From an optimization exercise on the open Yosys and OpenROAD flow, aimed at small area, a short achievable clock period and few clock cycles; shortcuts taken in it are not production practice.
Function was checked by simulation only, so behaviour that the tests miss may differ from the original.

// mtr_engine
module mtr_engine (
    input  wire        clk,
    input  wire        rst,
    input  wire        in_valid,
    output wire        in_ready,
    input  wire        in_op,       
    input  wire [2:0]  in_meter,
    input  wire [31:0] in_now,      
    input  wire [13:0] in_len,      
    input  wire [1:0]  in_pre,      
    input  wire [31:0] in_cir,      
    input  wire [31:0] in_pir,      
    input  wire [23:0] in_cbs,      
    input  wire [23:0] in_pbs,      
    input  wire        in_mode,
    input  wire        in_aware,
    input  wire        in_reset,
    input  wire [7:0]  in_ladj,     
    input  wire [5:0]  in_act,      
    input  wire [5:0]  in_ycls,
    input  wire [5:0]  in_rcls,
    output reg         out_valid,
    output reg  [1:0]  out_colour,
    output reg         out_drop,
    output reg         out_reclass,
    output reg  [5:0]  out_class,
    output reg  [46:0] out_tc,
    output reg  [46:0] out_tp
);
Size: ~18,000 cells after synthesis, ~3,000 flip-flops, ~300 I/O pins.
export LEC_CHECK = 0
export ABC_AREA = 1
export CAP_MARGIN = 45
export CORE_MARGIN = 2
export CORE_UTILIZATION = 50
export CTS_CLUSTER_DIAMETER = 100
export CTS_CLUSTER_SIZE = 18
export SLEW_MARGIN = 40
create_clock -name core_clock -period 33.0 [get_ports {clk}]
standard.sh (not shown) runs the stock make flow with config.mk's settings and CLKGATE_MAP_FILE= SYNTH_SCRIPT=/design/flow/synth_recipe.tcl, a recipe that flattens the netlist after the stock synthesis.
==> flow/flow/run.sh <==
#!/bin/bash
# The standard layout, with repair_timing asked to leave 24.8 ns of setup slack
# at the design's own clock period, so that it keeps working on paths that
# already meet the clock. Make's output goes to its own log here; each ORFS
# step keeps its own log under orfs/logs.
set -euo pipefail
bash standard.sh SETUP_SLACK_MARGIN=24.8 finish > standard_finish.log 2>&1
The starting point passed the timing, DRC and antenna checks.
Testbench counts at the start, summed over its fixed seeds: cycles 24,032.
==> next run, changes <==
==> flow/flow/run.sh (replaced) <==
#!/bin/bash
# The standard layout, with repair_timing asked to leave 24 ns of setup slack
# at the design's own clock period, so that it keeps working on paths that
# already meet the clock. Make's output goes to its own log here; each ORFS
# step keeps its own log under orfs/logs.
set -euo pipefail
bash standard.sh SETUP_SLACK_MARGIN=24 finish > standard_finish.log 2>&1
--- a/flow/config.mk
+++ b/flow/config.mk
@@ -8 +7,0 @@
-export ABC_AREA = 1
@@ -11,3 +10 @@
-export CORE_UTILIZATION = 50
-export CTS_CLUSTER_DIAMETER = 100
-export CTS_CLUSTER_SIZE = 18
+export CORE_UTILIZATION = 62
After rerunning: Design area decreases by 0.36%. Clock-buffer cell count climbs by 85. Global-route usage came out higher by 7.5 points. Hold slack barely changes. Routed wire length decreases by 4.0%. Clock skew shrinks by 0.013 ns. Core utilization goes up by 15 points. Non-clock buffer count fell by 62. Cell count shrinks by 16%. Setup slack is worse by 0.77 ns.
==> next run, changes <==
--- a/flow/config.mk
+++ b/flow/config.mk
@@ -10 +10 @@
-export CORE_UTILIZATION = 62
+export CORE_UTILIZATION = 40
- The new run passed the timing, DRC and antenna checks
- design area increases by 1.2%
- setup slack improves by 0.0072 ns
- maximum frequency is about the same
- die area increases by 55%
==> next run, changes <==
==> flow/flow/run.sh (replaced) <==
#!/bin/bash
# The standard layout, with repair_timing asked to leave 24.8 ns of setup slack
# at the design's own clock period, so that it keeps working on paths that
# already meet the clock. Make's output goes to its own log here; each ORFS
# step keeps its own log under orfs/logs.
set -euo pipefail
bash standard.sh SETUP_SLACK_MARGIN=24.8 finish > standard_finish.log 2>&1
--- a/flow/config.mk
+++ b/flow/config.mk
@@ -7,0 +8 @@
+export ABC_AREA = 1
@@ -10 +11 @@
-export CORE_UTILIZATION = 40
+export CORE_UTILIZATION = 50
Result: Sequential share of layout area went down by 0.51 points; register-to-register slack gains 0.88 ns; final area went up slightly; cell count went up by a little under a tenth; worst setup slack gains 0.75 ns; worst hold slack loses 0.011 ns; clock skew went down by 0.025 ns; sequential cell count stays the same; die area went down by about a fifth; wire length went up by a few percent.

--- another note on this design; it stands on its own ---

==> inputs of build 33 <==
## mtr_engine
module mtr_engine (
    input  wire        clk,
    input  wire        rst,
    input  wire        in_valid,
    output wire        in_ready,
    input  wire        in_op,       
    input  wire [2:0]  in_meter,
    input  wire [31:0] in_now,      
    input  wire [13:0] in_len,      
    input  wire [1:0]  in_pre,      
    input  wire [31:0] in_cir,      
    input  wire [31:0] in_pir,      
    input  wire [23:0] in_cbs,      
    input  wire [23:0] in_pbs,      
    input  wire        in_mode,
    input  wire        in_aware,
    input  wire        in_reset,
    input  wire [7:0]  in_ladj,     
    input  wire [5:0]  in_act,      
    input  wire [5:0]  in_ycls,
    input  wire [5:0]  in_rcls,
    output reg         out_valid,
    output reg  [1:0]  out_colour,
    output reg         out_drop,
    output reg         out_reclass,
    output reg  [5:0]  out_class,
    output reg  [46:0] out_tc,
    output reg  [46:0] out_tp
);
clock: 33.0 ns
lec_check: 0
cap_margin: 30
core_margin: 2
core_utilization: 40
slew_margin: 20
standard.sh (not shown) runs the stock make flow with config.mk's settings and CLKGATE_MAP_FILE= SYNTH_SCRIPT=/design/flow/synth_recipe.tcl, a recipe that flattens the netlist after the stock synthesis.
==> flow/flow/run.sh <==
#!/bin/bash
# The standard layout, with repair_timing asked to leave 24 ns of setup slack
# at the design's own clock period, so that it keeps working on paths that
# already meet the clock. Make's output goes to its own log here; each ORFS
# step keeps its own log under orfs/logs.
set -euo pipefail
bash standard.sh SETUP_SLACK_MARGIN=24 finish > standard_finish.log 2>&1
==> inputs of build 69, as changes to build 33 <==
Settings changed: CAP_MARGIN 30 to 45, SLEW_MARGIN 20 to 40.
==> qor summary <==
| metric | build 33 | build 69 |
|---|---|---|
| Layout clock area frac | 0.05495 | 0.05213 |
| Share of the core filled with cells in the final layout | 0.4562 | 0.4564 |
| Total instance count after detailed placement | 20100 | 20120 |
| Fraction of the cycle the final worst path needs | 0.3128 | 0.3124 |
| Slack of the critical path | 22680 ps | 22690 ps |
| Crit path arrival time | 11190 ps | 11150 ps |
| GRT met1 Usage | 0.3585 | 0.3592 |
| Number of global-route vias before repair | 119500 | 120000 |
| Fin Clk Skew | 90.06 ps | 77.77 ps |
| Total via count after detailed routing | 122500 | 122700 |
| Required time at the endpoint of the critical path | 33870 ps | 33840 ps |
| Average detailed-routed wire length per instance | 28.18 um | 28.12 um |
| Buffers inserted during post-CTS setup optimization | 82 | 78 |
| Outcome | complete, no violations | complete, no violations |
| Hold-critical path endpoint | r4_oh[6] | r4_oh[2] |
Testbench counts of build 33, summed over its fixed seeds: cycles 24,032.
Testbench counts of build 69, summed over its fixed seeds: cycles 24,032.

what the ideal ports hide:
In the flow no input, the clock included, has a driving cell. The finished layouts below were timed again as built, in two steps.
Step 1 (the two cells are an assumption about what drives the block):
set clk [get_ports {clk}]
set_driving_cell -lib_cell sky130_fd_sc_hd__clkbuf_16 $clk
set_driving_cell -lib_cell sky130_fd_sc_hd__buf_2 [delete_from_list [all_inputs] $clk]
Step 2 moves the port delays by t, midway between the first and last clock arrival at a register: inputs arrive t later, outputs are due t later. That takes back most of the time a late clock gives input paths.
Slacks: ideal / step 1 / step 2; pairs: ideal / step 1.
run | t (ns) | setup WS [ns] | hold WS [ns]
the first run of note 1 | 1.034 | 24.788 / 24.677 / 24.867 | 0.354 / 0.354 / 0.354
the second run of note 1 | 1.013 | 24.021 / 23.917 / 24.217 | 0.353 / 0.353 / 0.353
the third run of note 1 | 1.078 | 24.028 / 23.905 / 24.131 | 0.351 / 0.351 / 0.351
the fourth run of note 1 | 1.045 | 24.780 / 24.668 / 24.796 | 0.340 / 0.340 / 0.340
build 33 | 1.040 | 22.677 / 22.677 / 22.677 | 0.350 / 0.350 / 0.350
build 69 | 1.051 | 22.689 / 22.689 / 22.689 | 0.350 / 0.350 / 0.350
After both steps setup and hold are still met in every run listed.
